What follows belongs to an exercise in optimizing a design on an open flow for small area and a short achievable clock period; a production flow would make more cautious choices. Function was checked by simulation only, so behaviour that the tests miss may differ from the original.

Design ct_time_core, start of the top module:
module ct_time_core (
  input  wire        clk,
  input  wire        rst,
  input  wire        cmd_valid,
  input  wire [2:0]  cmd_op,
  input  wire [95:0] cmd_data,
  output reg         resp_valid,
  output reg  [1:0]  resp_status,
  output wire [47:0] time_sec,
  output wire [29:0] time_ns,
  output wire [31:0] time_frac,
  output wire [63:0] linear_ns,
  output wire [15:0] linear_frac,
  output wire [47:0] rate_adj,
  output wire [47:0] rate_total,
  output wire [47:0] slew_limit,
  output wire [63:0] slew_remain,
  output wire [2:0]  status,
  output wire [3:0]  sticky,
  output wire [3:0]  cmp_armed,
  output wire [3:0]  cmp_fire
);
  localparam [2:0] OP_STICKY_CLR = 3'd0;
  localparam [2:0] OP_LOAD       = 3'd1;
  localparam [2:0] OP_RATE_SET   = 3'd2;
  localparam [2:0] OP_SLEW_LIMIT = 3'd3;
  localparam [2:0] OP_PHASE_ADJ  = 3'd4;
  localparam [2:0] OP_STEP       = 3'd5;
  localparam [2:0] OP_CMP_ARM    = 3'd6;
  localparam [2:0] OP_CMP_DISARM = 3'd7;
  localparam [1:0] ST_OK    = 2'd0;
  localparam [1:0] ST_RANGE = 2'd1;
  localparam [1:0] ST_BUSY  = 2'd2;
  localparam [29:0] NS_PER_SEC = 30'd1000000000;
  localparam [29:0] NS_NEG     = 30'd73741824;              
  localparam [38:0] RMAX       = 39'd56294995342;           
  localparam [34:0] SL_MIN     = 35'd28147;
  localparam [34:0] SL_MAX     = 35'd28147497671;
  localparam [34:0] SL_RESET   = 35'd2814750;
  reg  [47:0] sec_q;
  reg  [29:0] ns_q;
  reg  [51:0] sub_q;       
  reg  [36:0] rate_q;      
  reg  [41:0] r25_q;       
  reg  [34:0] slim_q;      
  reg  [82:0] rem_q;       
  reg  [3:0]  sticky_q;
  reg         clq_p;       
  reg         clq_n;       
  reg  [3:0]  armed_q;
  reg  [79:0] tgt0_q, tgt1_q, tgt2_q, tgt3_q;
  wire [47:0] secn = ~sec_q;
  wire [20:0] nsp  = {ns_q[29:26] + 4'd1, ns_q[25:9]};
  wire dd_w1 = secn[0] ^ secn[2];
  wire dd_w2 = secn[0] & secn[2];
  wire dd_w3 = secn[1] ^ secn[3];
  wire dd_w4 = secn[1] & secn[3];
  wire dd_w5 = secn[2] ^ secn[4];
  ...
clock: 30.0 ns
lec_check: 0
cap_margin: 20
core_margin: 2
core_utilization: 45
place_density: 0.75
slew_margin: 20
standard.sh (not shown) runs the stock make flow with config.mk's settings and CLKGATE_MAP_FILE= SYNTH_SCRIPT=/design/flow/synth_recipe.tcl, a recipe that flattens the netlist after the stock synthesis.
==> flow/flow/run.sh <==
#!/bin/bash
# Layout flow: the standard ORFS flow (standard synthesis unchanged), with
# the setup repair of floorplan, CTS and global routing asked to leave 17 ns of
# setup slack at the design's 30 ns clock, so that it works on the paths that
# set the achieved period. The clock, constraints and all other settings are
# the standard flow's. make's full output goes to flow_make.log; ORFS keeps each step's
# own log under orfs/logs/.
set -euo pipefail
bash standard.sh SETUP_SLACK_MARGIN=17 finish > flow_make.log 2>&1
Rerun with:
--- a/flow/design.v
+++ b/flow/design.v
@@ -960,26 +960,37 @@
         resp_status <= ST_RANGE;
       if (is_arm)
         resp_status <= arm_busy ? ST_BUSY : (arm_far ? ST_RANGE : ST_OK);
     end
   end
   always @(posedge clk) begin
     if (!rst && do_arm && cu == 2'd0) tgt0_q <= ~arm_tgt;
     if (!rst && do_arm && cu == 2'd1) tgt1_q <= ~arm_tgt;
     if (!rst && do_arm && cu == 2'd2) tgt2_q <= ~arm_tgt;
     if (!rst && do_arm && cu == 2'd3) tgt3_q <= ~arm_tgt;
   end
-  wire [62:0] rem_tr;
-  wire        rem_tr_co;
-  ct_add #(63) u_tr (.a(rem_q[82:20]), .b(63'd0), .ci(rem_neg & (|rem_q[19:0])),
-                     .s(rem_tr), .co(rem_tr_co));
+  reg  [62:0] rem_tr;
+  reg         tr_c, tr_b;
+  integer     tb, ti;
+  always @* begin
+    tr_b = rem_neg & (|rem_q[19:0]);
+    for (tb = 0; tb < 8; tb = tb + 1) begin
+      tr_c = tr_b;
+      for (ti = 0; ti < 8; ti = ti + 1)
+        if (tb * 8 + ti < 63) begin
+          rem_tr[tb * 8 + ti] = rem_q[20 + tb * 8 + ti] ^ tr_c;
+          tr_c = tr_c & rem_q[20 + tb * 8 + ti];
+        end
+      tr_b = tr_b & ((tb == 7) ? (&rem_q[82:76]) : (&rem_q[20 + tb * 8 +: 8]));
+    end
+  end
   assign time_sec    = sec_q;
   assign time_ns     = ns_q;
   assign time_frac   = sub_q[51:20];
   assign linear_ns   = lin_ns;
   assign linear_frac = sub_q[51:36];
   assign rate_adj    = {{11{rate_q[36]}}, rate_q};
   assign rate_total  = {{9{rt[38]}}, rt};
   assign slew_limit  = {13'd0, slim_q};
   assign slew_remain = {rem_tr[62], rem_tr};
   assign status      = {slew_clamped, (rate_q == RMAX[36:0]) || (rate_q == (37'd0 - RMAX[36:0])), !rem_zero};
   assign sticky      = sticky_q;
- The changed run completed without violations
- cell count drops by 0.70%
- worst setup slack gains 0.060 ns
- cell area hardly moves
- global-route usage is lower by 0.61 points
- critical path depth does not change
- die area is lower by 0.43%

-- static timing again, ports no longer ideal --
Ports are ideal in the flow. The routed layouts listed here were re-timed in OpenROAD.
Step 1 assumes that a clkbuf_16 drives the clock port and a buf_2 every other input.
Step 2 adds t to the input delays and takes it off the output delays; t is the mean of the earliest and latest rising clock arrival at the registers after step 1. Input paths then give back, and output paths get back, about the clock's delay inside the block.
Three values: ideal, step 1, step 2; two values: the first two.
| run | shift t [ns] | slack for setup (ns) | slew at the worst register clock pin (ns) | worst slew at a driven data input, ns |
|---|---|---|---|---|
| the first run | 0.826 | 16.719 / 16.632 / 16.052 | 0.07 / 0.07 | 0.11 |
| the second run | 0.863 | 16.778 / 16.689 / 16.282 | 0.07 / 0.07 | 0.15 |
After both steps every run listed still meets setup and hold. For the first run, which loses most, drivers alone change the setup slack by -0.087 ns; drivers and shift together by -0.667 ns.
